What follows belongs to an exercise in optimizing a design on an open flow for small area, a short achievable clock period and few clock cycles per item; a production flow would make more cautious choices. Function was checked by simulation only, so behaviour that the tests miss may differ from the original.

### config.mk
export PLATFORM = sky130hd
export DESIGN_NAME = sha256_core
export DESIGN_NICKNAME = sha256_core
export VERILOG_FILES = /design/flow/design.v
export SDC_FILE = /design/flow/constraint.sdc
export NUM_CORES = 4
export LEC_CHECK = 0
export CAP_MARGIN = 20
export CORE_MARGIN = 2
export CORE_UTILIZATION = 40
export SLEW_MARGIN = 20
### constraint.sdc
create_clock -name core_clock -period 12.0 [get_ports {clk}]
set_input_delay 2.4000 -clock core_clock [delete_from_list [all_inputs] [get_ports {clk}]]
set_output_delay 2.4000 -clock core_clock [all_outputs]
set_load 0.01 [all_outputs]
### design.v
module sha256_k (
    input  wire [5:0]  t,
    output reg  [31:0] k
);
    always @(*) begin
        case (t)
            6'd0: k = 32'h428a2f98;
            6'd1: k = 32'h71374491;
            6'd2: k = 32'hb5c0fbcf;
            6'd3: k = 32'he9b5dba5;
            6'd4: k = 32'h3956c25b;
            6'd5: k = 32'h59f111f1;
            6'd6: k = 32'h923f82a4;
            6'd7: k = 32'hab1c5ed5;
            6'd8: k = 32'hd807aa98;
            6'd9: k = 32'h12835b01;
            6'd10: k = 32'h243185be;
            6'd11: k = 32'h550c7dc3;
            6'd12: k = 32'h72be5d74;
            6'd13: k = 32'h80deb1fe;
            6'd14: k = 32'h9bdc06a7;
            6'd15: k = 32'hc19bf174;
            6'd16: k = 32'he49b69c1;
            6'd17: k = 32'hefbe4786;
            6'd18: k = 32'h0fc19dc6;
            6'd19: k = 32'h240ca1cc;
            6'd20: k = 32'h2de92c6f;
            6'd21: k = 32'h4a7484aa;
            6'd22: k = 32'h5cb0a9dc;
            6'd23: k = 32'h76f988da;
            6'd24: k = 32'h983e5152;
            6'd25: k = 32'ha831c66d;
            6'd26: k = 32'hb00327c8;
            6'd27: k = 32'hbf597fc7;
            6'd28: k = 32'hc6e00bf3;
            6'd29: k = 32'hd5a79147;
            6'd30: k = 32'h06ca6351;
            6'd31: k = 32'h14292967;
            6'd32: k = 32'h27b70a85;
            6'd33: k = 32'h2e1b2138;
            6'd34: k = 32'h4d2c6dfc;
            6'd35: k = 32'h53380d13;
            6'd36: k = 32'h650a7354;
            6'd37: k = 32'h766a0abb;
            6'd38: k = 32'h81c2c92e;
            6'd39: k = 32'h92722c85;
            6'd40: k = 32'ha2bfe8a1;
            6'd41: k = 32'ha81a664b;
            6'd42: k = 32'hc24b8b70;
            6'd43: k = 32'hc76c51a3;
            6'd44: k = 32'hd192e819;
            6'd45: k = 32'hd6990624;
            6'd46: k = 32'hf40e3585;
            6'd47: k = 32'h106aa070;
            6'd48: k = 32'h19a4c116;
            6'd49: k = 32'h1e376c08;
            6'd50: k = 32'h2748774c;
            6'd51: k = 32'h34b0bcb5;
            6'd52: k = 32'h391c0cb3;
            6'd53: k = 32'h4ed8aa4a;
            6'd54: k = 32'h5b9cca4f;
            6'd55: k = 32'h682e6ff3;
            6'd56: k = 32'h748f82ee;
            6'd57: k = 32'h78a5636f;
            6'd58: k = 32'h84c87814;
            6'd59: k = 32'h8cc70208;
            6'd60: k = 32'h90befffa;
            6'd61: k = 32'ha4506ceb;
            6'd62: k = 32'hbef9a3f7;
            6'd63: k = 32'hc67178f2;
            default: k = 32'h00000000;
        endcase
    end
endmodule
module sha256_core (
    input  wire         clk,
    input  wire         rst,         
    input  wire         in_valid,
    output wire         in_ready,
    input  wire         in_first,    
    input  wire [511:0] in_block,
    output reg          out_valid,
    output wire [255:0] out_digest
);
    localparam [255:0] IV = {32'h6a09e667, 32'hbb67ae85, 32'h3c6ef372, 32'ha54ff53a,
                             32'h510e527f, 32'h9b05688c, 32'h1f83d9ab, 32'h5be0cd19};
    reg          busy;
    reg  [5:0]   t;           
    reg          finish;      
    reg  [255:0] hreg;        
    reg  [31:0]  a, b, c, d, e, f, g, h;
    reg  [511:0] w;           
    assign in_ready   = !busy;
    assign out_digest = hreg;
    wire accept = in_valid && in_ready;
    function [31:0] rotr(input [31:0] x, input integer n);
        rotr = (x >> n) | (x << (32 - n));
    endfunction
    wire [31:0] bsig0 = rotr(a, 2) ^ rotr(a, 13) ^ rotr(a, 22);
    wire [31:0] bsig1 = rotr(e, 6) ^ rotr(e, 11) ^ rotr(e, 25);
    wire [31:0] ch    = (e & f) ^ (~e & g);
    wire [31:0] maj   = (a & b) ^ (a & c) ^ (b & c);
    wire [31:0] kt;
    sha256_k u_k (.t(t), .k(kt));
    wire [31:0] wt  = w[511:480];
    wire [31:0] t1  = h + bsig1 + ch + kt + wt;
    wire [31:0] t2  = bsig0 + maj;
    wire [31:0] w1  = w[479:448];
    wire [31:0] w9  = w[223:192];
    wire [31:0] w14 = w[63:32];
    wire [31:0] ssig0 = rotr(w1, 7) ^ rotr(w1, 18) ^ (w1 >> 3);
    wire [31:0] ssig1 = rotr(w14, 17) ^ rotr(w14, 19) ^ (w14 >> 10);
    wire [31:0] wnew  = ssig1 + w9 + ssig0 + wt;
    always @(posedge clk) begin
        if (rst) begin
            busy      <= 1'b0;
            out_valid <= 1'b0;
        end else begin
            out_valid <= busy && finish;
            if (accept)
                busy <= 1'b1;
            else if (busy && finish)
                busy <= 1'b0;
        end
    end
    always @(posedge clk) begin
        if (accept) begin
            t      <= 6'd0;
            finish <= 1'b0;
            w      <= in_block;
            if (in_first) begin
                hreg <= IV;
                {a, b, c, d, e, f, g, h} <= IV;
            end else begin
                {a, b, c, d, e, f, g, h} <= hreg;
            end
        end else if (busy) begin
            if (finish) begin
                hreg <= {hreg[255:224] + a, hreg[223:192] + b, hreg[191:160] + c,
                         hreg[159:128] + d, hreg[127:96]  + e, hreg[95:64]   + f,
                         hreg[63:32]   + g, hreg[31:0]    + h};
            end else begin
                h <= g;
                g <= f;
                f <= e;
                e <= d + t1;
                d <= c;
                c <= b;
                b <= a;
                a <= t1 + t2;
                w <= {w[479:0], wnew};
                t <= t + 6'd1;
                if (t == 6'd63)
                    finish <= 1'b1;
            end
        end
    end
endmodule
### run.sh
#!/bin/bash
# synth_recipe.tcl (not shown) runs the flow's synth.tcl, then flattens the netlist and writes it again
# the make line also repeats each setting of config.mk as NAME=value (left out here)
make -C /OpenROAD-flow-scripts/flow DESIGN_CONFIG=/design/flow/config.mk WORK_HOME=/design/flow/orfs CLKGATE_MAP_FILE= SYNTH_SCRIPT=/design/flow/synth_recipe.tcl finish
==> flow_metrics.env <==
export IMPL_run_status="timing/DRC/antenna clean"
export IMPL_skew_ps=43.3
export IMPL_hold_class="flop to flop"
export IMPL_critPathCaptureType="flop"
export IMPL_period_share_pct=66.0
export IMPL_cts_resized=0
export IMPL_cts_tree="built"
export IMPL_crit_slowest_cell="edfxtp_1"
export IMPL_drive_above_1_share_pct=4.14
export IMPL_hpwl_um=213000
export IMPL_clk_pin_slew_ps=60
export IMPL_fin_crit_ps=7910
export IMPL_fmax_ghz=0.126
export IMPL_area_growth_syn_to_layout_pct=20.0
export IMPL_slew_headroom_pct=19.0
export IMPL_netlist_instances=7565
export IMPL_cts_setup_buffers=0
export IMPL_gp_congestion=0.979
export IMPL_report_final_slew_viol_count=0
export IMPL_rows=154
export IMPL_synth_async_sr_flop_share_pct=0
export IMPL_drt_iter0_markers=7106
export IMPL_synth_top_cell_area_share_pct=43.5
export IMPL_cp_required_ps=12650
export IMPL_syn_avg_cell_area_um2=9.34
export IMPL_synth_compound_area_share_pct=13.8
export IMPL_yosys_area_top_type="edfxtp_1"
export IMPL_synth_edf_count=1024
export IMPL_via_per_inst=5.58
export IMPL_crit_path_frequent_cell="fa_1"
export IMPL_wirelength_um=280000
export IMPL_wire_per_inst_um=26.3
export IMPL_finalSetupViolations=0
export IMPL_yosysUniqueCellTypes=98
export IMPL_ys_ff_latch=1065
export IMPL_tightest_slew_ps=1220
export IMPL_antenna_found_initial=59
export IMPL_fillers=16600
export IMPL_layout_core_utilization_pct=48.2
export IMPL_startpoint_type="flop"
export IMPL_maxCapViolations=0
export IMPL_postRouteAntennaNets=0
export IMPL_start_util_pct=40.2
export IMPL_grt_usage_pct=30.1
export IMPL_synthAdderAreaFrac_pct=12.7
export IMPL_synth_mux_area_share_pct=0.661
export IMPL_cts_buffer_depth=3
export IMPL_clkSinkCount=1065
export IMPL_die_y_um=424
export IMPL_setup_tns_ps=0
export IMPL_synth_top_family_by_area="simple AND/OR/NAND/NOR gates"
export IMPL_max_stage_delay_ps=570
export IMPL_clock_latency_ps=820
export IMPL_rsz0062_at_grt="false"
export IMPL_route_detailed_drc=0
export IMPL_hold_ws_ps=487
export IMPL_io_pins=774
export IMPL_root_buffer="clkbuf_16"
export IMPL_final_hold_violation_count=0
export IMPL_grt_ovfl_total=0
export IMPL_yosys_warnings=2
export IMPL_synth_nets=8665
export IMPL_grt_pass1_wl_um=396000
export IMPL_critPathMaxFanout=6
export IMPL_core_um2=176000
export IMPL_htreeDepth=4
export IMPL_cts_hold_buf=0
export IMPL_die_area_um2=180000
export IMPL_grt_max_degree=226
export IMPL_num_vias=59300
export IMPL_nNetsFinal=9258
export IMPL_ys_seq_area_share_pct=44.7
export IMPL_crit_arrival_ps=8560
export IMPL_drt_first_pass_iters=7
export IMPL_synth_simple_area_share_pct=16.8
export IMPL_setup_worst_path_class="flop to flop"
export IMPL_first_global_vias=56600
export IMPL_synth_flop_cell="edfxtp_1"
export IMPL_netlist_top_cells_area="edfxtp_1 44%, nand2_1 10%, ha_1 6.9%"
export IMPL_cts_buffers=133
export IMPL_fp_dieW_um=424
export IMPL_synth_xor_area_share_pct=6.83
export IMPL_portBuffers=773
export IMPL_synthesis_area_um2=70600
-- cells in the mapped netlist (44+ instances only) --
master and n:
nand2_1 1908, edfxtp_1 1024, nor2_1 547, a21oi_1 466
inv_1 459, o21ai_0 429, ha_1 389, clkbuf_1 337
xnor2_1 317, xor2_1 226, fa_1 195, a21o_1 180
nand3_1 104, nor3_1 80, o21a_1 67, nor2b_1 50
a211oi_1 48, a31oi_1 44, nand2b_1 44
-- per-layer routing --
metal | routed length (um) | share of wire (%) | global-route usage [%] | up-vias
li1 | - | - | - | 27300
met1 | 120000 | 43 | 42.1 | 29000
met2 | 127000 | 45 | 46.0 | 2615
met3 | 22500 | 8.1 | 5.87 | 444
met4 | 10700 | 3.8 | 11.7 | 16
met5 | 107 | 0.038 | 0 | -
-- area by class of cell --
type	instances	area, um2	share of cell area, %
Multi-Input combinational cell	5669	36000	42.4
Sequential cell	1065	31600	37.3
Timing Repair Buffer	827	8280	9.77
Clock buffer	160	3450	4.07
Tap cell	2340	2930	3.46
Inverter	462	1740	2.05
Clock inverter	77	707	0.834
Antenna cell	40	100	0.118
-- kinds of logic after synthesis --
group | count (synthesis)
simple gates | 2907
compound gates | 1565
flops | 1065
buf+inv | 831
fa+ha+maj | 607
xor+xnor | 547
mux | 43
-- state kept, by name, indices dropped and copies added (netlist names) --
name	cells
b	32
finish	1
c	32
h	32
a	32
t	6
busy	1
kt	32
g	32
d	32
w	512
out_valid	1
hreg	256
e	32
f	32
-- critical path, delay by kind of cell (launching register included) --
kind / cells / cell delay, ps
AO/OA/AOI/OAI: 15 / 2940
XOR/XNOR: 4 / 1110
adder cells (fa/ha/maj): 6 / 2640
buffers and inverters: 3 / 160
flip-flops: 1 / 570
AND/OR/NAND/NOR: 2 / 340
-- cell usage in the layout (no fill, tap or decap), drive strengths merged, types with 44 or more instances in the layout --
cell	synthesis	layout
nor3	80	80
ha	389	389
clkbuf	337	161
edfxtp	1024	1024
a21o	180	180
o21ai	440	440
a31oi	45	45
xor2	227	227
nand3	104	104
o21a	67	67
buf	32	54
fa	195	195
nor2b	50	50
nand2	1909	1909
nor2	547	547
inv	461	471
clkinv	1	54
xnor2	319	319
a211oi	50	50
clkdlybuf4s50	0	772
nand2b	44	44
a21oi	468	468
-- metrics by stage --
stage | setup slack [ps] | instances | instance area [um2]
detailed placement | 4220 | 10400 | 80400
global placement | 4190 | 10400 | 80400
floorplan | 1500 | 7565 | 70600
CTS | 4140 | 10600 | 84600
finish | 4090 | 10600 | 84700
global route | 3660 | 10600 | 84700
-- path summary, 6_finish.rpt --
check	startpoint	cells past startpoint	slack, ps	endpoint
setup / recovery	e[27]	30	4090	a[31]
hold / removal	w[77]	2	490	w[109]
setup reg to reg	e[27]	30	4090	a[31]
hold reg to reg	w[77]	2	490	w[109]
Testbench counts, summed over its fixed seeds: cycles 81,848, blocks 1,240.

==> separate check: timing with driven ports <==
Ports are ideal in the flow. The routed layout listed here was re-timed in OpenROAD. Step 1 assumes that a clkbuf_16 drives the clock port and a buf_2 every other input. Step 2 moves the port delays by t, midway between the first and last clock arrival at a register: inputs arrive t later, outputs are due t later. That takes back most of the time a late clock gives input paths. Slacks: ideal ports / drivers / drivers and shift; pairs: ideal ports / drivers.
t (ns): 0.892
setup slack, ns: 4.085 / 4.085 / 4.085
hold WS [ns]: 0.487 / 0.487 / 0.487
worst slew at a driven data input, ns: 0.22
pins driven straight from the clock port: 1
After both steps this run still meets setup and hold. The setup slack of this run moves by 0.000 ns with the drivers and by 0.000 ns with both steps.
